This is an optimization exercise on Yosys and OpenROAD, whose aim is small area, a short achievable clock period and few clock cycles per item, not a production implementation.
In this exercise RTL edits were held to simulation tests only and were not proved equivalent to the original.
No driver is modelled on the clock port, so clocking that relies on it looks cheaper here than on a real chip.

==> flow/design.v, too long to show whole: its modules and the start of the top module <==
// module comp_blend: 293 lines
// module comp_blend_bc: 831 lines
// module comp_blend_ba: 504 lines
// module comp_blend_am: 478 lines
module comp_blend (
    input  wire         clk,
    input  wire         rst,          
    input  wire         in_valid,
    output wire         in_ready,
    input  wire [7:0]   l_en,         
    input  wire [63:0]  z_order,      
    input  wire [79:0]  g_alpha,      
    input  wire [35:0]  bg_colour,    
    input  wire [9:0]   bg_alpha,     
    input  wire [1:0]   depth_sel,    
    input  wire [1:0]   rot,          
    input  wire [2:0]   x_lo,         
    input  wire [2:0]   y_lo,         
    input  wire [287:0] l_colour,     
    input  wire [79:0]  l_alpha,      
    input  wire [7:0]   l_inside,     
    output wire         out_valid,
    input  wire         out_ready,
    output reg  [11:0]  out_c0,       
    output reg  [11:0]  out_c1,       
    output reg  [11:0]  out_c2,       
    output reg  [9:0]   out_alpha,    
    output reg  [9:0]   out_key       
);
  // ...
==> flow/flow/run.sh <==
#!/bin/bash
set -euo pipefail
here=$(cd "$(dirname "$0")" && pwd)
export BUFFER_PORTS_ARGS="-buffer_cell sky130_fd_sc_hd__buf_1"
export POST_CTS_TCL="$here/post_cts.tcl"
bash standard.sh finish > standard.log 2>&1
==> flow/flow/post_cts.tcl <==
# Extra setup repair after clock tree synthesis (sourced by ORFS's cts.tcl).
estimate_parasitics -placement
puts "post_cts: worst slack before [sta::worst_slack -max]"
repair_timing -setup -setup_margin 39 -skip_last_gasp -verbose
set result [catch { detailed_placement } msg]
if { $result != 0 } {
  error "Detailed placement failed after the extra repair: $msg"
}
check_placement -verbose
estimate_parasitics -placement
puts "post_cts: worst slack after [sta::worst_slack -max]"
==> flow/standard.sh <==
#!/bin/bash
# synth_recipe.tcl (not shown) runs the flow's synth.tcl, then flattens the netlist and writes it again
# the make line also repeats each setting of config.mk as NAME=value (left out here)
make -C /OpenROAD-flow-scripts/flow DESIGN_CONFIG=/design/flow/config.mk WORK_HOME=/design/flow/orfs CLKGATE_MAP_FILE= SYNTH_SCRIPT=/design/flow/synth_recipe.tcl "${@:-finish}"
==> flow/config.mk <==
export PLATFORM = sky130hd
export DESIGN_NAME = comp_blend
export DESIGN_NICKNAME = comp_blend
export VERILOG_FILES = /design/flow/design.v
export SDC_FILE = /design/flow/constraint.sdc
export NUM_CORES = 4
export LEC_CHECK = 0
export CAP_MARGIN = 20
export CORE_MARGIN = 2
export CORE_UTILIZATION = 40
export SETUP_SLACK_MARGIN = 4
export SLEW_MARGIN = 20
==> flow/constraint.sdc <==
create_clock -name core_clock -period 50.0 [get_ports {clk}]
set_input_delay 10.0000 -clock core_clock [delete_from_list [all_inputs] [get_ports {clk}]]
set_output_delay 10.0000 -clock core_clock [all_outputs]
set_load 0.01 [all_outputs]
==> notes.md, run 1 <==
outcome timing/DRC/antenna clean; clock sinks 373; Tcrit/Tclk final 0.242; hold path depth 0; Ys Warns 3; Fill cells 12019; Setup Skew 0.0303 ns; post-synthesis simple-gate area fraction 0.154; die width 361 um; Adder-Cell Fraction of Synth Area 0.347; Max-cap violations 0; sequential cell count 373; IO Pins 646; area occupied by multi-input gates 37100 um^2; Vias/cell 5.82; CP max-delay cell a222oi_1; Buf+Inv Stages, Crit Path 1; DP Area 55100 um^2; CP required 40.00 ns; commonest cells in the netlist inv_1, fa_1, ha_1; Worst path top cell family by delay compound AO/OA/AOI/OAI gates; via count 45009; met2 wire len 94.6 mm; Max Fclk 82.7 MHz; most common cell after layout, fill and taps aside inv_1; Final ANT Viol Nets 0; worst hold margin 0.415 ns; number of synthesized flops with an enable pin 365; R2R cell count 48; vias in the first global route 46734; WP depth 3; Critical Path Sink in_ready
Testbench counts, summed over its fixed seeds: cycles 6,242, items 2,400.
==> run 2: changes to the inputs <==
==> flow/flow/post_cts.tcl (replaced) <==
# Extra setup repair after clock tree synthesis (sourced by ORFS's cts.tcl).
estimate_parasitics -placement
puts "post_cts: worst slack before [sta::worst_slack -max]"
repair_timing -setup -setup_margin 37.8 -skip_last_gasp -verbose
set result [catch { detailed_placement } msg]
if { $result != 0 } {
  error "Detailed placement failed after the extra repair: $msg"
}
check_placement -verbose
estimate_parasitics -placement
puts "post_cts: worst slack after [sta::worst_slack -max]"
==> notes.md, run 2 <==
layout cells sized above 1 0.0640 (was 0.117); worst path cell trace buf_1 -> nand4_1 -> nor4_1 -> nand4_1 -> inv_1 -> a221oi_1 -> and4b_1 -> maj3_2 -> o21ai_0 (was a222oi_1 -> o21bai_2 -> buf_6); number of synthesized flops with an enable pin 365 (unchanged); max layer used met5 (unchanged); Distinct cells, synth 89 (unchanged); dpl hpwl 151 mm (unchanged); Post-route DRC 0 (unchanged); area occupied by multi-input gates 36300 um^2 (was 37100 um^2); Initial Util 0.404 (unchanged); top cell type's share of synthesized area 0.215 (unchanged); top cell type by total area after synthesis edfxtp_1 (unchanged); vias in the first global route 45813 (was 46734); CP most frequent cell nand4_1; DR WL met3 14.6 mm (was 14.2 mm); Clk Latency, worst-skew pair 0.65 ns (about the same); most common cell in the netlist inv_1 (unchanged); Hold Crit Class reg2reg (unchanged); Layout area overhead 12.6% (was 16.6%); Die Y-Extent 361 um (unchanged); Vias/cell 5.82 (about the same); CTS clock-pin slew for the worst setup and hold paths 0.06 ns (about the same); Startpoint Class input pin (was flop); WL/cell 25.3 um (was 25.4 um); Tcrit/Tclk final 0.250 (was 0.242); Worst path top cell family by delay simple AND/OR/NAND/NOR gates (was compound AO/OA/AOI/OAI gates); CP max FO 5 (was 2); CTS tree built (unchanged); relative slew slack 0.117 (was 0.270); CP max-delay cell nor4_1 (was a222oi_1); CP Data Arrival Time 12.98 ns (was 2.09 ns); dpl ws 36.23 ns (unchanged); Final WS setup 37.49 ns (was 37.91 ns); met1 WL 73.5 mm (was 74.6 mm); commonest cells in the netlist inv_1, fa_1, ha_1 (unchanged); FF+latch area 11100 um^2 (about the same); gr usage total 0.293 (was 0.299); CORE AREA 126000 um^2 (unchanged); sequential area share after synthesis 0.218 (unchanged); Post-Route WL 193 mm (was 197 mm); final hold violations 0 (unchanged); IO Pins 646 (unchanged); drt pass-1 iters 10 (was 7); ranking of synthesized cells by area edfxtp_1, fa_1, ha_1, inv_1, a22oi_1 (unchanged); hold_sp p1c[20] (unchanged); clock sinks 373 (unchanged); unrepaired setup endpoints after global routing no (unchanged); met2 wire len 92.2 mm (was 94.6 mm); initial antenna violation count 44 (was 41); via count 44404 (was 45009); Max-cap violations 0 (unchanged); r2r startpoint p2first (unchanged); final setup TNS 0 ns (unchanged); outcome timing/DRC/antenna clean (unchanged); Fill cells 12251 (was 12019); Synth Register Bits 373 (unchanged); CP required 50.47 ns (was 40.00 ns); most common cell after layout, fill and taps aside inv_1 (unchanged); syn avg cell area 9.49 um^2 (unchanged); Buf+Inv Stages, Crit Path 2 (was 1); GP Congestion 1.02 (unchanged); number of DRC markers in iteration 0 4254 (was 4304); most frequent cells in the layout inv_1, buf_1, fa_1, ha_1, nand2_1 (unchanged); fin. max-slew vios 0 (unchanged); die footprint 130000 um^2 (unchanged); Port Buffers 643 (unchanged); Ys Warns 3 (unchanged); crit end category flop (was output pin); Mapped Nets 7031 (unchanged); Worst Tran Pin Value 1.31 ns (was 1.06 ns); Async SR Flop Fraction 0 (unchanged); total gr overflow 0 (unchanged); max incr delay on CP 0.81 ns (was 0.76 ns); Post-layout nets 7576 (was 7685); post-layout min period 12.51 ns (was 12.09 ns); mapped cell area 50900 um^2 (unchanged); Setup Crit Path Kind in2reg (was reg2out); die width 361 um (unchanged); Setup-failing EPs final 0 (unchanged); largest net degree at the start of global routing 77 (unchanged); first-pass GRT wire length 288 mm (was 293 mm); Critical Path Start g_alpha[36] (was hcb[2]); Setup Skew 0.0326 ns (was 0.0303 ns); ys flop type edfxtp_1 (unchanged); Syn Inst Count 5366 (unchanged); Final ANT Viol Nets 0 (unchanged); Max Fclk 79.9 MHz (was 82.7 MHz); Rows 130 (unchanged)
==> run 2: changes by cell type in the layout (fill, tap and decap cells not counted), moves of 22 or more <==
cell	before	now
buf_4	165	79
buf_1	563	631
clkbuf_2	56	9
o21ai_0	99	141
o21ai_1	40	11
inv_1	782	810
buf_6	28	1
ha_1	509	531
==> run 2: final cells by class <==
| class | instances | area share |
|---|---|---|
| diodes | 28 | 0.00122 |
| clock buffers | 58 | 0.0225 |
| clock inverters | 30 | 0.00550 |
| inverters | 816 | 0.0536 |
| multi-input cells | 3948 | 0.633 |
| flip-flops and latches | 373 | 0.194 |
| well taps | 1650 | 0.0360 |
| repair buffers | 724 | 0.0537 |
==> run 2: worst reg2reg max path, delay by kind of cell (launching register included) <==
| family | cells | cell delay (ns) |
|---|---|---|
| AOI/OAI and AO/OA | 14 | 2.55 |
| adders and majority gates | 14 | 6.25 |
| muxes | 2 | 0.56 |
| xor gates and xnor gates | 2 | 0.29 |
| DFF | 1 | 0.43 |
| and+or+nand+nor | 7 | 1.06 |
| buffers and inverters | 8 | 0.83 |
==> run 2: worst paths after layout <==
check	to	slack [ns]	cells past startpoint
worst max-delay path	hca[1]	37.49	9
worst min-delay path	p2c[20]	0.42	0
worst max register to register	d0[11]	37.78	47
worst min register to register	p2c[20]	0.42	0
==> run 2: cells by family (layout without fill, tap and decap cells) <==
group,Yosys count,in the layout,share of synthesized area
other,0,28,0
xor gates and xnor gates,171,171,0.0294
adders and majority gates,1086,1086,0.347
DFF,373,373,0.218
buffers and inverters,1045,1628,0.0781
AOI/OAI and AO/OA,1071,1071,0.152
muxes,100,100,0.0211
and+or+nand+nor,1520,1520,0.154
==> run 2: stage by stage <==
stage | hold slack [ns] | util | area [um^2] | std cells
global placement | 0.404 | 0.438 | 55100 | 7494
floorplan | 0.400 | - | 50900 | 5366
detailed placement | 0.405 | 0.438 | 55100 | 7494
finish | 0.416 | 0.455 | 57300 | 7627
global route | 0.420 | 0.455 | 57300 | 7621
==> run 2: routing by layer <==
layer  vias to the layer above  global-route usage
li1                      19852                   -
met1                     22001               0.351
met2                      2006               0.491
met3                       521              0.0552
met4                        24               0.170
met5                         -                   0
==> run 3: changes to the inputs <==
==> flow/flow/post_cts.tcl (replaced) <==
# Extra setup repair after clock tree synthesis (sourced by ORFS's cts.tcl).
estimate_parasitics -placement
puts "post_cts: worst slack before [sta::worst_slack -max]"
repair_timing -setup -setup_margin 38.4 -skip_last_gasp -verbose
set result [catch { detailed_placement } msg]
if { $result != 0 } {
  error "Detailed placement failed after the extra repair: $msg"
}
check_placement -verbose
estimate_parasitics -placement
puts "post_cts: worst slack after [sta::worst_slack -max]"
==> notes.md, run 3 <==
outcome timing/DRC/antenna clean (unchanged); Critical Path Sink hca[2] (was hca[1]); mapped cell area 50900 um^2 (unchanged); Post-layout nets 7632 (was 7576); ranking of synthesized cells by area edfxtp_1, fa_1, ha_1, inv_1, a22oi_1 (unchanged); dpl ws 36.23 ns (unchanged); die width 361 um (unchanged); Layout area overhead 14.8% (was 12.6%); r2r setup slk 38.28 ns (was 37.78 ns); reg2reg end d0[7] (was d0[11]); drt pass-1 iters 9 (was 10); Critical Path Start z_order[0] (was g_alpha[36]); syn avg cell area 9.49 um^2 (unchanged); first-pass GRT wire length 290 mm (was 288 mm); most common cell in the netlist inv_1 (unchanged); max incr delay on CP 0.40 ns (was 0.81 ns); sequential area share after synthesis 0.218 (unchanged); Final Non-Filler Cells 7682 (was 7627); relative slew slack 0.276 (was 0.117); GP Congestion 1.02 (unchanged); largest net degree at the start of global routing 77 (unchanged); Mapped Nets 7031 (unchanged); DP Area 55100 um^2 (unchanged); layout cells sized above 1 0.0938 (was 0.0640); number of DRC markers in iteration 0 4331 (was 4254); commonest cells in the netlist inv_1, fa_1, ha_1 (unchanged); Startpoint Class input pin (unchanged); WL/cell 25.3 um (about the same); Setup Skew 0.0315 ns (was 0.0326 ns); Post-Route WL 194 mm (was 193 mm); Syn Inst Count 5366 (unchanged); Clk Latency, worst-skew pair 0.65 ns (about the same); CORE AREA 126000 um^2 (unchanged); IO Pins 646 (unchanged); most common cell after layout, fill and taps aside inv_1 (unchanged); via count 44775 (was 44404); fin. max-slew vios 0 (unchanged); Final ANT Viol Nets 0 (unchanged); Final WS setup 37.88 ns (was 37.49 ns); Port Buffers 643 (unchanged); CP max FO 4 (was 5); CTS clock-pin slew for the worst setup and hold paths 0.06 ns (about the same); R2R cell count 48 (was 47); Fill cells 12106 (was 12251); CP Data Arrival Time 12.51 ns (was 12.98 ns); Post-route DRC 0 (unchanged); Hold Crit Class reg2reg (unchanged); top cell type's share of synthesized area 0.215 (unchanged); ys flop type edfxtp_1 (unchanged); unrepaired setup endpoints after global routing no (unchanged); Die Y-Extent 361 um (unchanged); total gr overflow 0 (unchanged); Max Fclk 82.5 MHz (was 79.9 MHz); r2r startpoint p2first (unchanged); final hold violations 0 (unchanged); crit end category flop (unchanged); CP required 50.38 ns (was 50.47 ns); Vias/cell 5.83 (was 5.82); top cell type by total area after synthesis edfxtp_1 (unchanged); Tcrit/Tclk final 0.242 (was 0.250); Max-cap violations 0 (unchanged); CP max-delay cell nor4b_4 (was nor4_1); final setup TNS 0 ns (unchanged); worst path cell trace buf_6 -> clkinvlp_4 -> buf_12 -> ha_4 -> nor2b_1 -> o21a_1 -> o21a_1 -> o21ai_1 -> a21oi_1 -> o31ai_2 -> buf_4 -> a222oi_1 -> nor4b_4 -> maj3_2 -> a32oi_1 (was buf_1 -> nand4_1 -> nor4_1 -> nand4_1 -> inv_1 -> a221oi_1 -> and4b_1 -> maj3_2 -> o21ai_0); Worst Tran Pin Value 1.06 ns (was 1.31 ns); gr usage total 0.295 (was 0.293); clock sinks 373 (unchanged); Ys Warns 3 (unchanged); most frequent cells in the layout inv_1, buf_1, fa_1, ha_1, nand2_1 (unchanged); CP most frequent cell o21a_1 (was nand4_1); post-layout min period 12.12 ns (was 12.51 ns); number of synthesized flops with an enable pin 365 (unchanged); Synth Register Bits 373 (unchanged); Setup Crit Path Kind in2reg (unchanged); CTS tree built (unchanged); Initial Util 0.404 (unchanged); Rows 130 (unchanged); die footprint 130000 um^2 (unchanged); design area 58400 um^2 (was 57300 um^2); placed cells 7494 (unchanged); vias in the first global route 46281 (was 45813); dpl hpwl 151 mm (unchanged); initial antenna violation count 40 (was 44); Distinct cells, synth 89 (unchanged); Async SR Flop Fraction 0 (unchanged); Setup-failing EPs final 0 (unchanged)
[run 3: cell types whose count changed in the layout (fill, tap and decap cells not counted), moves of 12 or more]
cell | previous run | this run
buf_1 | 631 | 599
a21oi_1 | 143 | 130
clkbuf_2 | 9 | 27
buf_4 | 79 | 128
o21ai_2 | 6 | 18
o21ai_0 | 141 | 118
inv_1 | 810 | 793
[run 3: worst min-delay path by stage]
| stage | slack [ns] | to | depth (start not counted) | startpoint |
|---|---|---|---|---|
| floorplan | 0.40 | ddsel[0] | 0 | bdsel[0] |
| global placement | 0.40 | p2c[18] | 0 | p1c[18] |
| detailed placement | 0.40 | ddsel[0] | 0 | bdsel[0] |
| global route | 0.42 | p2c[22] | 0 | p1c[22] |
| finish | 0.42 | p2c[20] | 0 | p1c[20] |
[run 3: cells by family (layout without fill, tap and decap cells)]
logic type | count (synthesis) | count (layout) | synth area share
other | 0 | 27 | 0
adder cells (fa/ha/maj) | 1086 | 1086 | 0.347
multiplexers | 100 | 100 | 0.0211
buffers and inverters | 1045 | 1684 | 0.0781
XOR/XNOR | 171 | 171 | 0.0294
flip-flops | 373 | 373 | 0.218
AO/OA/AOI/OAI | 1071 | 1071 | 0.152
AND/OR/NAND/NOR | 1520 | 1520 | 0.154
[run 3: cell type report]
type	count	area, um^2	share of cell area
clock inverters	30	315	0.00540
flip-flops and latches	373	11100	0.190
repair buffers	780	3680	0.0630
diodes	27	67.6	0.00116
multi-input cells	3948	36800	0.630
inverters	816	3110	0.0532
clock buffers	58	1290	0.0221
well taps	1650	2060	0.0353
[run 3: metal layers]
metal	part of all wire	up-vias	wire length [um]	track usage
li1	-	19966	-	-
met1	0.38	22228	74500	0.353
met3	0.073	532	14200	0.0541
met2	0.48	2025	93200	0.497
met4	0.064	24	12400	0.170
met5	0.00075	-	146	0
[run 3: metrics by stage]
step                hold slack, ns   util
floorplan                    0.400      -
global placement             0.404  0.438
detailed placement           0.405  0.438
global route                 0.420  0.464
finish                       0.416  0.464
[run 3: worst max-delay path: cells and delay by family]
kind                       cells  cell delay [ns]
and+or+nand+nor                2             0.51
AOI/OAI and AO/OA              7             0.98
adders and majority gates      2             0.46
buffers and inverters          4             0.56
==> module comp_blend, before the edit <==
module comp_blend (
    input  wire         clk,
    input  wire         rst,          
    input  wire         in_valid,
    output wire         in_ready,
    input  wire [7:0]   l_en,         
    input  wire [63:0]  z_order,      
    input  wire [79:0]  g_alpha,      
    input  wire [35:0]  bg_colour,    
    input  wire [9:0]   bg_alpha,     
    input  wire [1:0]   depth_sel,    
    input  wire [1:0]   rot,          
    input  wire [2:0]   x_lo,         
    input  wire [2:0]   y_lo,         
    input  wire [287:0] l_colour,     
    input  wire [79:0]  l_alpha,      
    input  wire [7:0]   l_inside,     
    output wire         out_valid,
    input  wire         out_ready,
    output reg  [11:0]  out_c0,       
    output reg  [11:0]  out_c1,       
    output reg  [11:0]  out_c2,       
    output reg  [9:0]   out_alpha,    
    output reg  [9:0]   out_key       
);
    function [5:0] dmat;
        input [2:0] u;
        input [2:0] w;
        reg [47:0] row;
        begin
            case (w)
                3'd0: row = {6'd42, 6'd10, 6'd34, 6'd2,  6'd40, 6'd8,  6'd32, 6'd0 };
                3'd1: row = {6'd26, 6'd58, 6'd18, 6'd50, 6'd24, 6'd56, 6'd16, 6'd48};
                3'd2: row = {6'd38, 6'd6,  6'd46, 6'd14, 6'd36, 6'd4,  6'd44, 6'd12};
                3'd3: row = {6'd22, 6'd54, 6'd30, 6'd62, 6'd20, 6'd52, 6'd28, 6'd60};
                3'd4: row = {6'd41, 6'd9,  6'd33, 6'd1,  6'd43, 6'd11, 6'd35, 6'd3 };
                3'd5: row = {6'd25, 6'd57, 6'd17, 6'd49, 6'd27, 6'd59, 6'd19, 6'd51};
                3'd6: row = {6'd37, 6'd5,  6'd45, 6'd13, 6'd39, 6'd7,  6'd47, 6'd15};
                default: row = {6'd21, 6'd53, 6'd29, 6'd61, 6'd23, 6'd55, 6'd31, 6'd63};
            endcase
            dmat = row[u*6 +: 6];
        end
    endfunction
    function [11:0] reduce;
        input [11:0] v;
        input [3:0]  t;
        input [1:0]  dsel;
        reg   [12:0] s;
        begin
            s = {1'b0, v} + {9'd0, t};
            case (dsel)
                2'd1:    reduce = s[12] ? 12'hFFC : {s[11:2], 2'b00};
                2'd2:    reduce = s[12] ? 12'hFF0 : {s[11:4], 4'b0000};
                default: reduce = v;
            endcase
        end
    endfunction
    integer ci, cj, mi, ai, si, sj;
    reg        think;         
    reg        rdy;           
    reg        sf;            
    reg [2:0]  hca, hcb;      
    reg        nf;            
    reg [7:0]  cnd;           
    reg [7:0]  blu [0:7];     
    reg [7:0]  blw [0:7];     
    integer bi, bj;
    always @* begin
        for (bi = 0; bi < 8; bi = bi + 1)
            for (bj = 0; bj < 8; bj = bj + 1)
                blw[bi][bj] = (bi < bj) ? blu[bi][bj] : (bi > bj) ? ~blu[bj][bi] : 1'b0;
    end
    reg        hv;            
    reg [9:0]  hp, hg;
    reg [35:0] hc;
    reg [35:0] bgc;           
    reg [9:0]  bga;
    reg [3:0]  bthr;
    reg [1:0]  bdsel;
    reg        p1v, p1first, p1last;    
    reg [9:0]  p1p, p1g;
    reg [35:0] p1c;
    reg        p2v, p2first, p2last;    
    reg [9:0]  p2a;
    reg [35:0] p2c;
    reg [11:0] d0, d1, d2;    
    reg [9:0]  acc_a;
    reg [3:0]  dthr;
    reg [1:0]  ddsel;
    reg        dv;            
    reg        ov;            
    wire acc = rdy | (nf & ~think & sf &
                      ((hca[0] & hcb[2]) | (hca[1] & hcb[1]) | (hca[2] & hcb[0])));
    assign in_ready  = acc;
    assign out_valid = ov;
    wire stall = dv & ov & p2v & p2first;
    wire mv    = dv & ~ov;
    wire dv_n  = (p2v & p2last & ~stall) | (dv & ~mv);
    wire ov_n  = mv | (ov & ~out_ready);
    wire st_n  = p1v & p1first & dv_n & ov_n;
    wire st_g  = dv_n & ov_n & (stall ? (p2v & p2first) : (p1v & p1first));
    reg [7:0] cand, sel, rem, sel2, rem2;
    always @* begin
        cand = cnd;
        for (ci = 0; ci < 8; ci = ci + 1) begin
            sel[ci] = cand[ci] & ~think;
            for (cj = 0; cj < 8; cj = cj + 1)
                if (cj != ci && cand[cj] && !blw[ci][cj]) sel[ci] = 1'b0;
        end
        rem = cand & ~sel;
        for (ci = 0; ci < 8; ci = ci + 1) begin
            sel2[ci] = rem[ci] & ~think;
            for (cj = 0; cj < 8; cj = cj + 1)
                if (cj != ci && rem[cj] && !blw[ci][cj]) sel2[ci] = 1'b0;
        end
        rem2 = rem & ~sel2;
    end
    wire rem_le2 = ((rem2 & (rem2 - 8'd1)) == 8'd0);
    reg [9:0]  s1p, s1g, s2p, s2g;
    reg [35:0] s1c, s2c;
    always @* begin
        s1p = 10'd0; s1g = 10'd0; s1c = 36'd0;
        s2p = 10'd0; s2g = 10'd0; s2c = 36'd0;
        for (mi = 0; mi < 8; mi = mi + 1) begin
            s1p = s1p | ({10{sel[mi]}} & l_alpha[10*mi +: 10]);
            s1g = s1g | ({10{sel[mi]}} & g_alpha[10*mi +: 10]);
            s1c = s1c | ({36{sel[mi]}} & l_colour[36*mi +: 36]);
            s2p = s2p | ({10{sel2[mi]}} & l_alpha[10*mi +: 10]);
            s2g = s2g | ({10{sel2[mi]}} & g_alpha[10*mi +: 10]);
            s2c = s2c | ({36{sel2[mi]}} & l_colour[36*mi +: 36]);
        end
    end
    reg [7:0] act_in, opq_in;
    always @* begin
        for (ai = 0; ai < 8; ai = ai + 1) begin
            act_in[ai] = l_en[ai] & l_inside[ai] &
                        (l_alpha[10*ai +: 10] != 10'd0) & (g_alpha[10*ai +: 10] != 10'd0);
            opq_in[ai] = l_en[ai] & l_inside[ai] &
                        (l_alpha[10*ai +: 10] == 10'd1023) & (g_alpha[10*ai +: 10] == 10'd1023);
        end
    end
    function [2:0] le012;
        input [3:0] x;
        begin
            le012[0] = (x == 4'd0);
            le012[1] = ((x & (x - 4'd1)) == 4'd0);
            le012[2] = ~((x[0] & x[1] & (x[2] | x[3])) | (x[2] & x[3] & (x[0] | x[1])));
        end
    endfunction
    reg [7:0] cnd_in;
    reg       cv_in;
    integer   ki, kj;
    always @* begin
        for (ki = 0; ki < 8; ki = ki + 1) begin
            cv_in = 1'b0;
            for (kj = 0; kj < 8; kj = kj + 1)
                if (kj != ki && opq_in[kj] &&
                    ((ki < kj) ? (z_order[8*ki +: 8] <= z_order[8*kj +: 8])
                               : (z_order[8*ki +: 8] <  z_order[8*kj +: 8])))
                    cv_in = 1'b1;
            cnd_in[ki] = act_in[ki] & ~cv_in;
        end
    end
    reg [2:0] du, dw;
    always @* begin
        case (rot)
            2'd0: begin du = x_lo;        dw = y_lo;        end
            2'd1: begin du = 3'd7 - y_lo; dw = x_lo;        end
            2'd2: begin du = 3'd7 - x_lo; dw = 3'd7 - y_lo; end
            default: begin du = y_lo;     dw = 3'd7 - x_lo; end
        endcase
    end
    wire [5:0] m_val = dmat(du, dw);
    reg  [3:0] thr_in;
    always @* begin
        case (depth_sel)
            2'd1:    thr_in = {2'b00, m_val[5:4]};
            2'd2:    thr_in = m_val[5:2];
            default: thr_in = 4'd0;
        endcase
    end
    wire [9:0]  a_new;
    comp_blend_am u_am (.p(p1p), .g(p1g), .a(a_new));
    wire [11:0] din0 = p2first ? bgc[35:24] : d0;
    wire [11:0] din1 = p2first ? bgc[23:12] : d1;
    wire [11:0] din2 = p2first ? bgc[11:0]  : d2;
    wire [9:0]  ain  = p2first ? bga        : acc_a;
    wire [11:0] nd0, nd1, nd2;
    wire [9:0]  nacc;
    comp_blend_bc u_b0 (.din(din0), .c(p2c[35:24]), .a(p2a), .dn(nd0));
    comp_blend_bc u_b1 (.din(din1), .c(p2c[23:12]), .a(p2a), .dn(nd1));
    comp_blend_bc u_b2 (.din(din2), .c(p2c[11:0]),  .a(p2a), .dn(nd2));
    comp_blend_ba u_ba (.ain(ain), .a(p2a), .an(nacc));
    wire [19:0] ky  = {acc_a, 10'd0} - {3'd0, acc_a, 7'd0} - {6'd0, acc_a, 4'd0}
                      - {8'd0, acc_a, 2'd0} + 20'd511;
    wire [10:0] kgs = {1'b0, ky[19:10]} + {1'b0, ky[9:0]} + 11'd1;
    wire [9:0]  key = 10'd64 + ky[19:10] + {9'd0, kgs[10]};
    always @(posedge clk) begin
        if (rst) begin
            think <= 1'b1;
            rdy   <= 1'b0;
            sf    <= 1'b0;
            hv    <= 1'b0;
            p1v   <= 1'b0;
            p2v   <= 1'b0;
            dv    <= 1'b0;
            ov    <= 1'b0;
        end else begin
            if (!stall) begin
                if (think) begin
                    p1v   <= hv;
                    hv    <= 1'b0;
                    think <= ~in_valid;
                    rdy   <= 1'b0;
                end else begin
                    p1v   <= nf | acc | (cand != 8'd0);
                    if (acc) begin
                        think <= 1'b1;
                        rdy   <= 1'b0;
                        hv    <= (rem != 8'd0);
                    end else begin
                        rdy   <= rem_le2 & ~st_n;
                    end
                end
                p2v <= p1v;
            end
            dv <= dv_n;
            sf <= ~st_g;
            if (mv)
                ov <= 1'b1;
            else if (out_ready)
                ov <= 1'b0;
        end
    end
    always @(posedge clk) begin
        if (!stall) begin
            if (think) begin
                p1first <= 1'b0;
                p1last  <= 1'b1;
                p1p     <= hp;
                p1g     <= hg;
                p1c     <= hc;
                nf      <= 1'b1;
                cnd     <= cnd_in;
                hca     <= le012(cnd_in[3:0]);
                hcb     <= le012(cnd_in[7:4]);
                for (si = 0; si < 8; si = si + 1)
                    for (sj = si + 1; sj < 8; sj = sj + 1)
                        blu[si][sj] <= (z_order[8*si +: 8] <= z_order[8*sj +: 8]);
            end else begin
                p1first <= nf;
                p1last  <= acc & (rem == 8'd0);
                p1p     <= s1p;
                p1g     <= s1g;
                p1c     <= s1c;
                cnd     <= cnd & ~sel;
                nf      <= 1'b0;
                if (nf) begin
                    bgc   <= bg_colour;
                    bga   <= bg_alpha;
                    bthr  <= thr_in;
                    bdsel <= depth_sel;
                end
                if (acc) begin
                    hp    <= s2p;
                    hg    <= s2g;
                    hc    <= s2c;
                end
            end
            p2first <= p1first;
            p2last  <= p1last;
            p2a     <= a_new;
            p2c     <= p1c;
            if (p2v) begin
                d0    <= nd0;
                d1    <= nd1;
                d2    <= nd2;
                acc_a <= nacc;
            end
            if (p2v && p2first) begin
                dthr  <= bthr;
                ddsel <= bdsel;
            end
        end
        if (mv) begin
            out_c0    <= reduce(d0, dthr, ddsel);
            out_c1    <= reduce(d1, dthr, ddsel);
            out_c2    <= reduce(d2, dthr, ddsel);
            out_alpha <= acc_a;
            out_key   <= key;
        end
    end
endmodule
==> run 4: changes to the inputs <==
--- a/flow/design.v
+++ b/flow/design.v
@@ -58,10 +58,11 @@
     integer ci, cj, mi, ai, si, sj;
     reg        think;         
     reg        rdy;           
-    reg        sf;            
+    reg        g1;            
     reg [2:0]  hca, hcb;      
     reg        nf;            
-    reg [7:0]  cnd;           
+    reg [7:0]  cnr;           
+    reg [7:0]  done;          
     reg [7:0]  blu [0:7];     
     reg [7:0]  blw [0:7];     
     integer bi, bj;
@@ -89,8 +90,7 @@
     reg [1:0]  ddsel;
     reg        dv;            
     reg        ov;            
-    wire acc = rdy | (nf & ~think & sf &
-                      ((hca[0] & hcb[2]) | (hca[1] & hcb[1]) | (hca[2] & hcb[0])));
+    wire acc = rdy | (g1 & ((hca[0] & hcb[2]) | (hca[1] & hcb[1]) | (hca[2] & hcb[0])));
     assign in_ready  = acc;
     assign out_valid = ov;
     wire stall = dv & ov & p2v & p2first;
@@ -101,7 +101,7 @@
     wire st_g  = dv_n & ov_n & (stall ? (p2v & p2first) : (p1v & p1first));
     reg [7:0] cand, sel, rem, sel2, rem2;
     always @* begin
-        cand = cnd;
+        cand = cnr & ~done;
         for (ci = 0; ci < 8; ci = ci + 1) begin
             sel[ci] = cand[ci] & ~think;
             for (cj = 0; cj < 8; cj = cj + 1)
@@ -199,7 +199,7 @@
         if (rst) begin
             think <= 1'b1;
             rdy   <= 1'b0;
-            sf    <= 1'b0;
+            g1    <= 1'b0;
             hv    <= 1'b0;
             p1v   <= 1'b0;
             p2v   <= 1'b0;
@@ -225,7 +225,7 @@
                 p2v <= p1v;
             end
             dv <= dv_n;
-            sf <= ~st_g;
+            g1 <= ~stall & think & in_valid & ~st_g;
             if (mv)
                 ov <= 1'b1;
             else if (out_ready)
@@ -233,6 +233,14 @@
         end
     end
     always @(posedge clk) begin
+        cnr <= cnd_in;
+        hca <= le012(cnd_in[3:0]);
+        hcb <= le012(cnd_in[7:4]);
+        for (si = 0; si < 8; si = si + 1)
+            for (sj = si + 1; sj < 8; sj = sj + 1)
+                blu[si][sj] <= (z_order[8*si +: 8] <= z_order[8*sj +: 8]);
+    end
+    always @(posedge clk) begin
         if (!stall) begin
             if (think) begin
                 p1first <= 1'b0;
@@ -241,19 +249,14 @@
                 p1g     <= hg;
                 p1c     <= hc;
                 nf      <= 1'b1;
-                cnd     <= cnd_in;
-                hca     <= le012(cnd_in[3:0]);
-                hcb     <= le012(cnd_in[7:4]);
-                for (si = 0; si < 8; si = si + 1)
-                    for (sj = si + 1; sj < 8; sj = sj + 1)
-                        blu[si][sj] <= (z_order[8*si +: 8] <= z_order[8*sj +: 8]);
+                done    <= 8'd0;
             end else begin
                 p1first <= nf;
                 p1last  <= acc & (rem == 8'd0);
                 p1p     <= s1p;
                 p1g     <= s1g;
                 p1c     <= s1c;
-                cnd     <= cnd & ~sel;
+                done    <= done | sel;
                 nf      <= 1'b0;
                 if (nf) begin
                     bgc   <= bg_colour;
==> notes.md, run 4 <==
outcome timing/DRC/antenna clean (unchanged); Final ANT Viol Nets 0 (unchanged); Ys Warns 3 (unchanged); Layout area overhead 15.1% (was 14.8%); commonest cells in the netlist inv_1, fa_1, ha_1 (unchanged); Setup-failing EPs final 0 (unchanged); IO Pins 646 (unchanged); relative slew slack 0.227 (was 0.276); number of DRC markers in iteration 0 5412 (was 4331); worst hold margin 0.418 ns (was 0.416 ns); Final Non-Filler Cells 7629 (was 7682); Setup Crit Path Kind reg2out (was in2reg); layout cells sized above 1 0.0842 (was 0.0938); CTS tree built (unchanged); CP max-delay cell a222oi_1 (was nor4b_4); Vias/cell 5.90 (was 5.83); most common cell after layout, fill and taps aside inv_1 (unchanged); hold_sp bdsel[1] (was p1c[20]); worst path cell trace a222oi_1 -> o21bai_2 -> buf_6 (was buf_6 -> clkinvlp_4 -> buf_12 -> ha_4 -> nor2b_1 -> o21a_1 -> o21a_1 -> o21ai_1 -> a21oi_1 -> o31ai_2 -> buf_4 -> a222oi_1 -> nor4b_4 -> maj3_2 -> a32oi_1); Core Util, Final 0.465 (was 0.464); top cell type by total area after synthesis fa_1 (was edfxtp_1); dpl hpwl 152 mm (was 151 mm); Startpoint Class flop (was input pin); r2r startpoint p2first (unchanged); Critical Path Start hcb[2] (was z_order[0]); Worst path top cell family by delay compound AO/OA/AOI/OAI gates (unchanged); CP max FO 2 (was 4); Tcrit/Tclk final 0.242 (about the same); most frequent cells in the layout inv_1, buf_1, fa_1, ha_1, nand2_1 (unchanged); FF+latch area 10900 um^2 (was 11100 um^2); Distinct cells, synth 86 (was 89); most common cell in the netlist inv_1 (unchanged); Post-route DRC 0 (unchanged); ranking of synthesized cells by area fa_1, edfxtp_1, ha_1, inv_1, a222oi_1 (was edfxtp_1, fa_1, ha_1, inv_1, a22oi_1); top cell type's share of synthesized area 0.218 (was 0.215); Port Buffers 643 (unchanged); area occupied by multi-input gates 36100 um^2 (was 36800 um^2); initial antenna violation count 42 (was 40); via count 44995 (was 44775); CTS clock-pin slew for the worst setup and hold paths 0.06 ns (about the same); first-pass GRT wire length 291 mm (was 290 mm); ys flop type edfxtp_1 (unchanged); Die Y-Extent 358 um (was 361 um); post-layout min period 12.12 ns (about the same); Final WS setup 37.88 ns (about the same); clock sinks 381 (was 373); Post-Route WL 197 mm (was 194 mm); WL/cell 25.9 um (was 25.3 um); placed cells 7441 (was 7494); mapped cell area 50100 um^2 (was 50900 um^2); Mapped Nets 6985 (was 7031); CP required 40.00 ns (was 50.38 ns); Max-cap violations 0 (unchanged); total gr overflow 0 (unchanged); Hold Crit Class reg2reg (unchanged); design area 57700 um^2 (was 58400 um^2); vias in the first global route 45782 (was 46281); die footprint 128000 um^2 (was 130000 um^2); final setup TNS 0 ns (unchanged); CORE AREA 124000 um^2 (was 126000 um^2); Fill cells 11962 (was 12106); Initial Util 0.404 (about the same); Max Fclk 82.5 MHz (about the same); Rows 129 (was 130); dpl ws 36.22 ns (was 36.23 ns); fin. max-slew vios 0 (unchanged); number of synthesized flops with an enable pin 331 (was 365); Setup Skew 0.0330 ns (was 0.0315 ns); Clk Latency, worst-skew pair 0.65 ns (about the same); Async SR Flop Fraction 0 (unchanged); syn avg cell area 9.43 um^2 (was 9.49 um^2); largest net degree at the start of global routing 80 (was 77); Worst Tran Pin Value 1.16 ns (was 1.06 ns); CP Data Arrival Time 2.12 ns (was 12.51 ns); crit end category output pin (was flop); Synth Register Bits 381 (was 373); Buf+Inv Stages, Crit Path 1 (was 4); unrepaired setup endpoints after global routing no (unchanged); Syn Inst Count 5320 (was 5366); final hold violations 0 (unchanged); DP Area 54400 um^2 (was 55100 um^2); Post-layout nets 7597 (was 7632); GP Congestion 0.994 (was 1.02); die width 358 um (was 361 um); gr usage total 0.304 (was 0.295); drt pass-1 iters 13 (was 9); max incr delay on CP 0.78 ns (was 0.40 ns); sequential area share after synthesis 0.218 (about the same)
-- run 4: cell types whose count changed after synthesis, moves of 18 or more --
| cell | before | now |
|---|---|---|
| dfxtp_1 | 8 | 50 |
| edfxtp_1 | 365 | 331 |
| mux2_2 | 59 | 4 |
| nand3_1 | 110 | 70 |
| a221oi_1 | 47 | 4 |
| nor2_1 | 235 | 316 |
| a222oi_1 | 61 | 180 |
| a22oi_1 | 264 | 157 |
| a21oi_1 | 147 | 165 |
| a41oi_1 | 0 | 60 |
| o21ai_0 | 148 | 130 |
| a22o_1 | 48 | 5 |
-- run 4: final cells by class --
cell class,count,share of cell area
multi-input cells,3891,0.626
flip-flops and latches,381,0.190
repair buffers,790,0.0647
inverters,821,0.0543
well taps,1637,0.0355
clock buffers,53,0.0208
clock inverters,35,0.00815
diodes,21,0.000911
-- run 4: cell families (layout without fill, tap and decap cells) --
kind of cell               after synthesis  count (layout)  synth area share
buffers and inverters                 1049            1699            0.0791
AOI/OAI and AO/OA                     1043            1043             0.154
other                                    0              21                 0
and+or+nand+nor                       1551            1551             0.158
DFF                                    381             381             0.218
xor gates and xnor gates               165             166            0.0288
muxes                                   41              41           0.00828
adders and majority gates             1090            1090             0.353
-- run 4: final timing paths --
kind | endpoint | slack, ns | cells after the start
max | in_ready | 37.88 | 3
min | ddsel[1] | 0.42 | 0
max reg2reg | d0[11] | 38.29 | 54
min reg2reg | ddsel[1] | 0.42 | 0
-- run 4: worst register-to-register path, delay by kind of cell (launching register included) --
family / cells / cell delay (ns)
AO/OA/AOI/OAI: 13 / 1.59
flip-flops: 1 / 0.43
XOR/XNOR: 3 / 0.42
adder cells (fa/ha/maj): 14 / 5.91
buffers and inverters: 16 / 1.76
multiplexers: 1 / 0.36
AND/OR/NAND/NOR: 7 / 0.99
-- run 4: metal layers --
metal	vias up	routed length (um)	global-route usage
met5	-	147	0
li1	19917	-	-
met4	24	11300	0.157
met2	2235	94000	0.506
met3	518	15100	0.0546
met1	22301	76800	0.376
Testbench counts of run 4, summed over its fixed seeds: cycles 6,242, items 2,400.
==> run 5: changes to the inputs <==
==> flow/flow/run.sh (replaced) <==
#!/bin/bash
# The standard layout, with these changes in how it is made:
# - every port is buffered by a plain buf_1 (buffer_ports otherwise picks a
#   slow delay cell);
set -euo pipefail
here=$(cd "$(dirname "$0")" && pwd)
export BUFFER_PORTS_ARGS="-buffer_cell sky130_fd_sc_hd__buf_1"
export POST_CTS_TCL="$here/post_cts.tcl"
export POST_GLOBAL_ROUTE_TCL="$here/post_grt.tcl"
bash standard.sh finish > standard.log 2>&1
==> flow/flow/post_grt.tcl (new file) <==
# Extra setup repair with global-route parasitics (sourced by ORFS's
# global_route.tcl after its own repair), then the incremental reroute and
# the route guides again, as global_route.tcl does after its repairs.
estimate_parasitics -global_routing
puts "post_grt: worst slack before [sta::worst_slack -max]"
global_route -start_incremental
repair_timing -setup -setup_margin 38.4 -skip_last_gasp -verbose
detailed_placement
global_route -end_incremental
check_placement -verbose
estimate_parasitics -global_routing
puts "post_grt: worst slack after [sta::worst_slack -max]"
write_guides $::env(RESULTS_DIR)/route.guide
==> notes.md, run 5 <==
outcome timing/DRC/antenna clean (unchanged); Final ANT Viol Nets 0 (unchanged); via count 45521 (was 44995); CP max FO 2 (unchanged); Syn Inst Count 5320 (unchanged); initial antenna violation count 42 (unchanged); most common cell in the netlist inv_1 (unchanged); CP max-delay cell a222oi_1 (unchanged); hold path depth 0 (unchanged); CORE AREA 124000 um^2 (unchanged); CP required 40.00 ns (about the same); Adder-Cell Fraction of Synth Area 0.353 (unchanged); sequential area share after synthesis 0.218 (unchanged); Max-cap violations 0 (unchanged); CTS clock-pin slew for the worst setup and hold paths 0.06 ns (about the same); layout cells sized above 1 0.117 (was 0.0842); WL/cell 25.8 um (was 25.9 um); Synth Area in XOR/XNOR 0.0288 (unchanged); first-pass GRT wire length 291 mm (unchanged); vias in the first global route 45782 (unchanged); die width 358 um (unchanged); area occupied by multi-input gates 36800 um^2 (was 36100 um^2); Buf+Inv Stages, Crit Path 1 (unchanged); IO Pins 646 (unchanged); Post-route DRC 0 (unchanged); top cell type by total area after synthesis fa_1 (unchanged); WP depth 3 (unchanged); Worst Tran Pin Value 1.18 ns (was 1.16 ns); Max Fclk 82.5 MHz (about the same); R2R cell count 51 (was 54); post-layout min period 12.13 ns (was 12.12 ns); Die Y-Extent 358 um (unchanged); Clk Latency, worst-skew pair 0.65 ns (about the same); crit end category output pin (unchanged); most common cell after layout, fill and taps aside inv_1 (unchanged); drt pass-1 iters 12 (was 13); Setup Skew 0.0292 ns (was 0.0330 ns); Final WS setup 37.87 ns (was 37.88 ns); largest net degree at the start of global routing 80 (unchanged); Worst path top cell family by delay compound AO/OA/AOI/OAI gates (unchanged); Setup Crit Path Kind reg2out (unchanged); worst path cell trace a222oi_1 -> o21bai_2 -> buf_6 (unchanged); Initial Util 0.404 (unchanged); clock sinks 381 (unchanged); placed cells 7441 (unchanged); die footprint 128000 um^2 (unchanged); dpl hpwl 152 mm (unchanged); worst hold margin 0.419 ns (was 0.418 ns); number of DRC markers in iteration 0 5264 (was 5412); total gr overflow 0 (unchanged); relative slew slack 0.211 (was 0.227); GP Congestion 0.994 (unchanged); number of synthesized flops with an enable pin 331 (unchanged); Port Buffers 643 (unchanged); Post-Route WL 199 mm (was 197 mm); Mapped Nets 6985 (unchanged); max incr delay on CP 0.80 ns (was 0.78 ns); Startpoint Class flop (unchanged); syn avg cell area 9.43 um^2 (unchanged); CP Data Arrival Time 2.13 ns (was 2.12 ns); mux cell area share after synthesis 0.00828 (unchanged); mapped cell area 50100 um^2 (unchanged); Distinct cells, synth 86 (unchanged); DP Area 54400 um^2 (unchanged); top cell type's share of synthesized area 0.218 (unchanged); Tcrit/Tclk final 0.243 (was 0.242); Final Non-Filler Cells 7712 (was 7629); Rows 129 (unchanged); post-synthesis simple-gate area fraction 0.158 (unchanged); CTS tree built (unchanged); most frequent cells in the layout inv_1, buf_1, fa_1, ha_1, nand2_1 (unchanged); dpl ws 36.22 ns (unchanged); FF+latch area 10900 um^2 (unchanged); ys flop type edfxtp_1 (unchanged); Core Util, Final 0.476 (was 0.465); Fill cells 11838 (was 11962); Hold Crit Class reg2reg (unchanged); largest family of logic cells by synthesized area adder cells (unchanged); ranking of synthesized cells by area fa_1, edfxtp_1, ha_1, inv_1, a222oi_1 (unchanged); Ys Warns 3 (unchanged); Post-layout nets 7681 (was 7597); fin. max-slew vios 0 (unchanged); post-synthesis compound-gate area fraction 0.154 (unchanged); gr usage total 0.304 (unchanged); final hold violations 0 (unchanged); commonest cells in the netlist inv_1, fa_1, ha_1 (unchanged); Vias/cell 5.90 (about the same); Synth Register Bits 381 (unchanged); Async SR Flop Fraction 0 (unchanged); final setup TNS 0 ns (unchanged); Setup-failing EPs final 0 (unchanged); design area 59100 um^2 (was 57700 um^2); Layout area overhead 17.8% (was 15.1%)
run 5: worst paths after layout:
path,slack (ns),to,from
worst max-delay path,37.87,in_ready,hca[0]
worst min-delay path,0.42,dthr[0],bthr[0]
worst max register to register,38.63,d0[11],p2first
worst min register to register,0.42,dthr[0],bthr[0]
run 5: cells by family (layout without fill, tap and decap cells):
group	count (synthesis)	in the layout
buffers and inverters	1049	1780
xor gates and xnor gates	165	169
and+or+nand+nor	1551	1551
adders and majority gates	1090	1090
AOI/OAI and AO/OA	1043	1043
muxes	41	41
DFF	381	381
other	0	20
run 5: layout make-up:
type | count | share of cell area
clock buffers | 53 | 0.0203
well taps | 1637 | 0.0347
inverters | 821 | 0.0532
clock inverters | 35 | 0.00796
repair buffers | 871 | 0.0754
multi-input cells | 3894 | 0.622
flip-flops and latches | 381 | 0.185
diodes | 20 | 0.000847
run 5: metal layers:
layer / track usage / wire, um / part of all wire / vias up
met5: 0 / 140 / 0.00070 / -
met4: 0.157 / 11500 / 0.058 / 24
met3: 0.0546 / 15400 / 0.077 / 518
met2: 0.506 / 95000 / 0.48 / 2264
met1: 0.376 / 77200 / 0.39 / 22618
li1: - / - / - / 20097
run 5: worst reg2reg max path, delay by kind of cell (launching register included):
| family | cells | cell delay [ns] |
|---|---|---|
| muxes | 1 | 0.19 |
| DFF | 1 | 0.43 |
| adders and majority gates | 13 | 5.43 |
| buffers and inverters | 11 | 1.20 |
| xor gates and xnor gates | 3 | 0.47 |
| and+or+nand+nor | 7 | 0.93 |
| AOI/OAI and AO/OA | 16 | 2.43 |
==> run 6: changes to the inputs <==
--- a/flow/design.v
+++ b/flow/design.v
@@ -59,7 +59,7 @@
     reg        think;         
     reg        rdy;           
     reg        g1;            
-    reg [2:0]  hca, hcb;      
+    reg [3:0]  pra, prb;      
     reg        nf;            
     reg [7:0]  cnr;           
     reg [7:0]  done;          
@@ -90,7 +90,10 @@
     reg [1:0]  ddsel;
     reg        dv;            
     reg        ov;            
-    wire acc = rdy | (g1 & ((hca[0] & hcb[2]) | (hca[1] & hcb[1]) | (hca[2] & hcb[0])));
+    wire ge3 = (pra[0] & pra[1] & (pra[2] | pra[3])) | (pra[2] & pra[3] & (pra[0] | pra[1])) |
+               (prb[0] & (pra[1] | pra[2] | pra[3])) | (prb[1] & (pra[0] | pra[2] | pra[3])) |
+               (prb[2] & (pra[0] | pra[1] | pra[3])) | (prb[3] & (pra[0] | pra[1] | pra[2]));
+    wire acc = rdy | (g1 & ~ge3);
     assign in_ready  = acc;
     assign out_valid = ov;
     wire stall = dv & ov & p2v & p2first;
@@ -234,8 +237,10 @@
     end
     always @(posedge clk) begin
         cnr <= cnd_in;
-        hca <= le012(cnd_in[3:0]);
-        hcb <= le012(cnd_in[7:4]);
+        for (si = 0; si < 4; si = si + 1) begin
+            pra[si] <= cnd_in[2*si] | cnd_in[2*si+1];
+            prb[si] <= cnd_in[2*si] & cnd_in[2*si+1];
+        end
         for (si = 0; si < 8; si = si + 1)
             for (sj = si + 1; sj < 8; sj = sj + 1)
                 blu[si][sj] <= (z_order[8*si +: 8] <= z_order[8*sj +: 8]);
==> flow/flow/run.sh (replaced) <==
#!/bin/bash
set -euo pipefail
here=$(cd "$(dirname "$0")" && pwd)
export BUFFER_PORTS_ARGS="-buffer_cell sky130_fd_sc_hd__buf_1"
export POST_CTS_TCL="$here/post_cts.tcl"
bash standard.sh finish > standard.log 2>&1
removed: flow/flow/post_grt.tcl
==> notes.md, run 6 <==
outcome timing/DRC/antenna clean (unchanged); Port Buffers 643 (unchanged); DP Area 55200 um^2 (was 54400 um^2); Setup Skew 0.0307 ns (was 0.0292 ns); design area 57800 um^2 (was 59100 um^2); gr usage total 0.298 (was 0.304); Post-Route WL 197 mm (was 199 mm); Fill cells 12376 (was 11838); top cell type's share of synthesized area 0.214 (was 0.218); Final ANT Viol Nets 0 (unchanged); CORE AREA 127000 um^2 (was 124000 um^2); top cell type by total area after synthesis fa_1 (unchanged); Distinct cells, synth 98 (was 86); Syn Inst Count 5453 (was 5320); final hold violations 0 (unchanged); GRT Max-Usage Layer met2 (unchanged); worst path cell trace a22oi_1 -> and3_1 -> nand3_2 -> a221oi_4 -> or2_4 -> buf_6 (was a222oi_1 -> o21bai_2 -> buf_6); drt pass-1 iters 14 (was 12); Max-cap violations 0 (unchanged); Synth Register Bits 383 (was 381); most common cell in the netlist inv_1 (unchanged); syn avg cell area 9.35 um^2 (was 9.43 um^2); Post-layout nets 7699 (was 7681); commonest cells in the netlist inv_1, fa_1, ha_1 (unchanged); Setup-failing EPs final 0 (unchanged); CTS tree built (unchanged); CP Data Arrival Time 2.03 ns (was 2.13 ns); ranking of synthesized cells by area fa_1, edfxtp_1, ha_1, inv_1, a22oi_1 (was fa_1, edfxtp_1, ha_1, inv_1, a222oi_1); CP max-delay cell dfxtp_1 (was a222oi_1); WL/cell 25.4 um (was 25.8 um); Post-route DRC 0 (unchanged); Tcrit/Tclk final 0.241 (was 0.243); relative slew slack 0.189 (was 0.211); CTS clock-pin slew for the worst setup and hold paths 0.06 ns (about the same); sequential area share after synthesis 0.215 (was 0.218); post-layout min period 12.03 ns (was 12.13 ns); die width 361 um (was 358 um); most frequent cells in the layout inv_1, buf_1, fa_1, ha_1, edfxtp_1 (was inv_1, buf_1, fa_1, ha_1, nand2_1); Setup Crit Path Kind reg2out (unchanged); initial antenna violation count 41 (was 42); total gr overflow 0 (unchanged); number of DRC markers in iteration 0 4106 (was 5264); die footprint 130000 um^2 (was 128000 um^2); IO Pins 646 (unchanged); met1 GRT Util 0.358 (was 0.376); Rows 131 (was 129); dpl hpwl 151 mm (was 152 mm); largest net degree at the start of global routing 77 (was 80); clock sinks 383 (was 381); max incr delay on CP 0.32 ns (was 0.80 ns); met2 Usage GRT 0.503 (was 0.506); Ys Warns 3 (unchanged); Async SR Flop Fraction 0 (unchanged); CP max FO 2 (unchanged); Mapped Nets 7118 (was 6985); crit end category output pin (unchanged); met3 Track Usage GR 0.0581 (was 0.0546); Worst Tran Pin Value 1.21 ns (was 1.18 ns); ys flop type edfxtp_1 (unchanged); GP Congestion 1.07 (was 0.994); CP required 40.00 ns (about the same); Hold Crit Class reg2reg (unchanged); number of synthesized flops with an enable pin 331 (unchanged); Clk Latency, worst-skew pair 0.64 ns (was 0.65 ns); fin. max-slew vios 0 (unchanged); placed cells 7590 (was 7441); vias in the first global route 46837 (was 45782); Die Y-Extent 361 um (was 358 um); Startpoint Class flop (unchanged); Layout area overhead 13.3% (was 17.8%); Final Non-Filler Cells 7759 (was 7712); Initial Util 0.401 (was 0.404); unrepaired setup endpoints after global routing no; Max Fclk 83.2 MHz (was 82.5 MHz); via count 45361 (was 45521); layout cells sized above 1 0.0733 (was 0.117); Vias/cell 5.85 (was 5.90); mapped cell area 51000 um^2 (was 50100 um^2); area occupied by multi-input gates 36400 um^2 (was 36800 um^2); FF+latch area 11000 um^2 (was 10900 um^2); most common cell after layout, fill and taps aside inv_1 (unchanged); first-pass GRT wire length 294 mm (was 291 mm); final setup TNS 0 ns (unchanged)
==> run 6: cell types whose count changed after synthesis, moves of 29 or more <==
cell,delta
a222oi_1,-123
nand4_1,-29
nor2_1,-65
a41oi_1,-59
a22oi_1,+160
a211oi_1,+69
a21oi_1,+42
inv_1,+55
nand2_1,-69
nand3_1,+84
==> run 6: worst paths after layout <==
path | start | depth (start not counted) | to | slack (ns)
worst min register to register | p1c[34] | 0 | p2c[34] | 0.42
worst max-delay path | prb[1] | 6 | in_ready | 37.97
worst min-delay path | p1c[34] | 0 | p2c[34] | 0.42
worst max register to register | p2first | 54 | d0[7] | 38.10
==> run 6: final cells by class <==
| class | count | area share |
|---|---|---|
| diodes | 25 | 0.00108 |
| inverters | 876 | 0.0572 |
| clock inverters | 31 | 0.00476 |
| well taps | 1662 | 0.0360 |
| flip-flops and latches | 383 | 0.190 |
| clock buffers | 57 | 0.0217 |
| multi-input cells | 3962 | 0.629 |
| repair buffers | 763 | 0.0600 |
==> run 6: cells by family (layout without fill, tap and decap cells) <==
family | after synthesis | in the layout | share of synthesized area
other | 0 | 25 | 0
and+or+nand+nor | 1496 | 1496 | 0.156
AOI/OAI and AO/OA | 1166 | 1166 | 0.162
DFF | 383 | 383 | 0.215
buffers and inverters | 1108 | 1727 | 0.0825
muxes | 48 | 48 | 0.00959
adders and majority gates | 1084 | 1084 | 0.346
xor gates and xnor gates | 168 | 168 | 0.0289
==> run 6: per-stage QoR <==
stage	hold slack (ns)	setup WS, ns	utilization
floorplan	0.400	37.30	-
detailed placement	0.405	35.99	0.434
global placement	0.402	36.14	0.434
finish	0.417	37.97	0.455
global route	0.424	37.59	0.455
==> run 6: critical path, delay by kind of cell (launching register included) <==
kind                   cells  cell delay [ns]
AO/OA/AOI/OAI              2             0.45
buffers and inverters      1             0.13
flip-flops                 1             0.32
AND/OR/NAND/NOR            3             0.50
==> run 6: layer usage <==
| metal | wire (um) | vias up |
|---|---|---|
| met2 | 93800 | 2132 |
| met4 | 12200 | 28 |
| met5 | 178 | - |
| met1 | 75800 | 22462 |
| met3 | 15100 | 562 |
| li1 | - | 20177 |
Testbench counts of run 6, summed over its fixed seeds: cycles 6,242, items 2,400.

re-timing with driven ports:
The results above use ideal ports. As a check the final layouts listed here were re-extracted and re-timed, cells and wires unchanged. Step 1: set_driving_cell puts a clkbuf_16 on clk and a buf_2 on each other input, an assumption about the parent block. Step 2 adds t to the input delays and takes it off the output delays; t is the mean of the earliest and latest rising clock arrival at the registers after step 1. Input paths then give back, and output paths get back, about the clock's delay inside the block. Three values: no drivers, after step 1, after step 2; two values: the first two.
run | t (ns) | setup slack, ns | hold slack, ns | latest minus earliest clock arrival (ns) | cell pins on the clock port's net
run 1 | 0.725 | 37.907 / 37.815 / 37.240 | 0.415 / 0.415 / 0.415 | 0.034 / 0.034 | 1
run 2 | 0.722 | 37.491 / 37.558 / 36.836 | 0.416 / 0.416 / 0.416 | 0.035 / 0.035 | 1
run 3 | 0.722 | 37.875 / 37.793 / 37.207 | 0.416 / 0.416 / 0.416 | 0.033 / 0.033 | 1
run 4 | 0.720 | 37.878 / 37.785 / 37.375 | 0.418 / 0.418 / 0.418 | 0.042 / 0.042 | 1
run 5 | 0.721 | 37.873 / 37.777 / 37.397 | 0.419 / 0.419 / 0.419 | 0.040 / 0.040 | 1
run 6 | 0.696 | 37.975 / 37.899 / 37.548 | 0.417 / 0.417 / 0.417 | 0.035 / 0.035 | 1
After both steps setup and hold are still met in every run listed. For run 3, which loses most, drivers alone change the setup slack by -0.082 ns; drivers and shift together by -0.668 ns.
